This is an optimization exercise on Yosys and OpenROAD, whose aim is small area and a short achievable clock period, not a production implementation. RTL that was checked went through simulation tests only; none was proved equivalent to the original.

==> flow/design.v (excerpt) <==
module reel_block_rx (
  input  wire        clk,
  input  wire        rst,
  input  wire [39:0] in_data,
  input  wire        in_valid,
  output reg  [39:0] out_data,
  output reg         out_valid,
  output reg         stat_valid,
  output reg         stat_hdr_ok,
  output reg  [7:0]  stat_blk,
  output reg  [7:0]  stat_seq,
  output reg         stat_clean_a,
  output reg         stat_clean_b
);
export LEC_CHECK = 0
export CAP_MARGIN = 20
export CORE_MARGIN = 2
export CORE_UTILIZATION = 40
export CTS_CLUSTER_DIAMETER = 100
export CTS_CLUSTER_SIZE = 20
export SETUP_SLACK_MARGIN = 4.5
export SLEW_MARGIN = 20
create_clock -name core_clock -period 7.0 [get_ports {clk}]
run.sh (not shown) runs the stock make flow with config.mk's settings and CLKGATE_MAP_FILE= SYNTH_SCRIPT=/design/flow/synth_recipe.tcl, a recipe that flattens the netlist after the stock synthesis.
Next try:
Settings changed: CTS_CLUSTER_DIAMETER 100 to unset, CTS_CLUSTER_SIZE 20 to unset.
What happened: Worst setup slack got worse by 0.094 ns. Synthesized area is unchanged. Worst hold slack is about the same. Count of clock-buffer cells in the layout climbs by 77. Via count goes up by 0.86%.
No functional check of the RTL was part of any run of this note.

---

Setup of alpha:
reel_block_rx, a different RTL version from the one above (not shown whole).
For scale: ~6900 cells after synthesis, ~100 I/O pins, about 77000 µm² of cells after synthesis.
Settings: LEC_CHECK=0, CAP_MARGIN=20, CORE_MARGIN=2, CORE_UTILIZATION=70, CTS_CLUSTER_DIAMETER=100, CTS_CLUSTER_SIZE=20, SETUP_SLACK_MARGIN=4.55, SLEW_MARGIN=20; clock period 7.0 ns.
Edits applied to the flow inputs when going from alpha to beta:
- SLEW_MARGIN now 0, was 20
- CORE_UTILIZATION now 75, was 70
- CAP_MARGIN now 0, was 20
[summary]
Setup slack: beta less than alpha. Route | beta vs alpha | wire shorter in beta. | highest attainable clock frequency | beta vs alpha | ≈ equal |. Of beta and alpha, it is beta that has the lower post-route clock skew.
Relative to beta, the following input files were edited for gamma:
- SLEW_MARGIN: 0 -> 5
- CAP_MARGIN: 0 -> 5
Findings:
Top fanout value on the critical path came out exactly the same in gamma and beta. Diff gamma..beta | detail-routed net length per standard cell | unchanged. In terms of total inserted antenna cells, beta and gamma differ only marginally. | via count | beta vs gamma | ≈ equal |. Total congestion overflow after global routing: beta vs gamma identical.
The following lists how delta was set up differently from gamma:
- a change of CORE_UTILIZATION from 75 to 60
- a change of CAP_MARGIN from 5 to 20
- a change of SETUP_SLACK_MARGIN from 4.55 to 4.6
- a change of SLEW_MARGIN from 5 to 20
--- outcome ---
- For width of the chip, dividing the value from delta by the value from gamma gives 1.12.
- The worst endpoint data arrival time in delta was higher than what gamma gave.
- delta — via count 3.3% lower, gamma as reference
- On area taken by flip-flops and latches, gamma tracks delta almost exactly.
- delta vs. gamma: worst setup slack before clock tree synthesis now larger, number of resized instances in the post-cts repair step went up by 3.9%.
- Looking at launch point of the critical path, the out_data[14]$_DFF_P_ result is from gamma; the out_data[31]$_DFF_P_ one comes from delta.

---

Another version of the RTL of reel_block_rx (not shown whole).
Size: roughly 6,500 cells after synthesis, ~1,100 flip-flops, about 100 I/O pins.
clock: 7.0 ns
lec_check: 0
cap_margin: 20
core_margin: 2
core_utilization: 40
setup_slack_margin: 3.5
slew_margin: 20
Rerun with:
Settings changed: SETUP_SLACK_MARGIN 3.5 to unset.
The changed run produced a clean layout; routed wire length is lower slightly; sequential share of layout area grows by 0.27 points.

---

## run 1
Another version of the RTL of reel_block_rx (not shown whole).
Size: roughly 6900 cells after synthesis, about 100 I/O pins, about 0.078 mm2 of cells after synthesis.
clock: 7.0 ns
lec_check: 0
cap_margin: 20
core_margin: 2
core_utilization: 60
cts_cluster_diameter: 100
cts_cluster_size: 20
setup_slack_margin: 4.5
slew_margin: 20
> inputs changed (run 1 -> run 2)
- CORE_UTILIZATION now 40, was 60
- SETUP_SLACK_MARGIN now 4.45, was 4.5
## What came out
- Summary of the comparison: routed length on met1 is higher in run 2, relative to run 1.
- Higher area added between synthesis and finish was reported by run 2, not run 1.
- Compared to run 1, run 2 has clock period minus final worst setup slack 100 ps higher.
- The die of run 2 is larger than the one used in run 1.
- Run 2: post-layout utilization of the core lower than run 1
The following lists how run 3 was set up differently from run 2:
- a change of SETUP_SLACK_MARGIN from 4.45 to 4.5
- an added PLACE_DENSITY of 0.8
--- outcome ---
Looking at run 2 and run 3, the sequential share of layout area is a wash. | worst setup slack | higher: run 2 |. Summary of run 3 over run 2: non-clock buffer instance count of the final layout down 12; final instance area stayed essentially flat; area fraction of clock buffers and clock inverters went down. Looking at clock insertion delay at the later pin of the skew report, run 3 sits 20 ps above run 2.
No functional check of the RTL was part of any run of this note.

[static timing again, ports no longer ideal]
The results above use ideal ports. As a check the final layouts listed here were re-extracted and re-timed, cells and wires unchanged. Step 1: set_driving_cell puts a clkbuf_16 on clk and a buf_2 on each other input, an assumption about the parent block. Step 2 adds t to the input delays and takes it off the output delays; t is the mean of the earliest and latest rising clock arrival at the registers after step 1. Input paths then give back, and output paths get back, about the clock's delay inside the block. a / b / c = no drivers / after step 1 / after step 2; a / b = the first two.
run | t (ns) | setup slack, ns | worst setup path after step 2 | latest minus earliest clock arrival (ns) | worst register clock-pin slew, ns
the first run of note 1 | 0.791 | 3.688 / 3.733 / 2.942 | input to register | 0.036 / 0.036 | 0.10 / 0.10
the second run of note 1 | 0.875 | 3.594 / 3.661 / 2.787 | input to register | 0.034 / 0.035 | 0.07 / 0.07
alpha | 0.769 | 4.433 / 4.354 / 3.795 | input to register | 0.034 / 0.034 | 0.10 / 0.10
beta | 0.758 | 4.428 / 4.346 / 3.854 | input to register | 0.033 / 0.033 | 0.10 / 0.10
gamma | 0.758 | 4.428 / 4.346 / 3.854 | input to register | 0.033 / 0.033 | 0.10 / 0.10
delta | 0.790 | 4.395 / 4.319 / 3.854 | input to register | 0.039 / 0.039 | 0.10 / 0.10
the first run of note 3 | 0.882 | 3.540 / 3.452 / 3.332 | input to register | 0.073 / 0.074 | 0.06 / 0.06
the second run of note 3 | 0.881 | 2.777 / 2.690 / 3.192 | register to register | 0.075 / 0.075 | 0.07 / 0.07
run 1 | 0.790 | 4.374 / 4.299 / 3.794 | input to register | 0.030 / 0.031 | 0.10 / 0.10
run 2 | 0.814 | 4.270 / 4.181 / 3.723 | input to register | 0.061 / 0.061 | 0.10 / 0.10
run 3 | 0.809 | 4.252 / 4.165 / 3.777 | input to register | 0.051 / 0.051 | 0.10 / 0.10
After both steps every run listed still meets setup and hold. For the second run of note 1, which loses most, drivers alone change the setup slack by +0.067 ns; drivers and shift together by -0.807 ns.
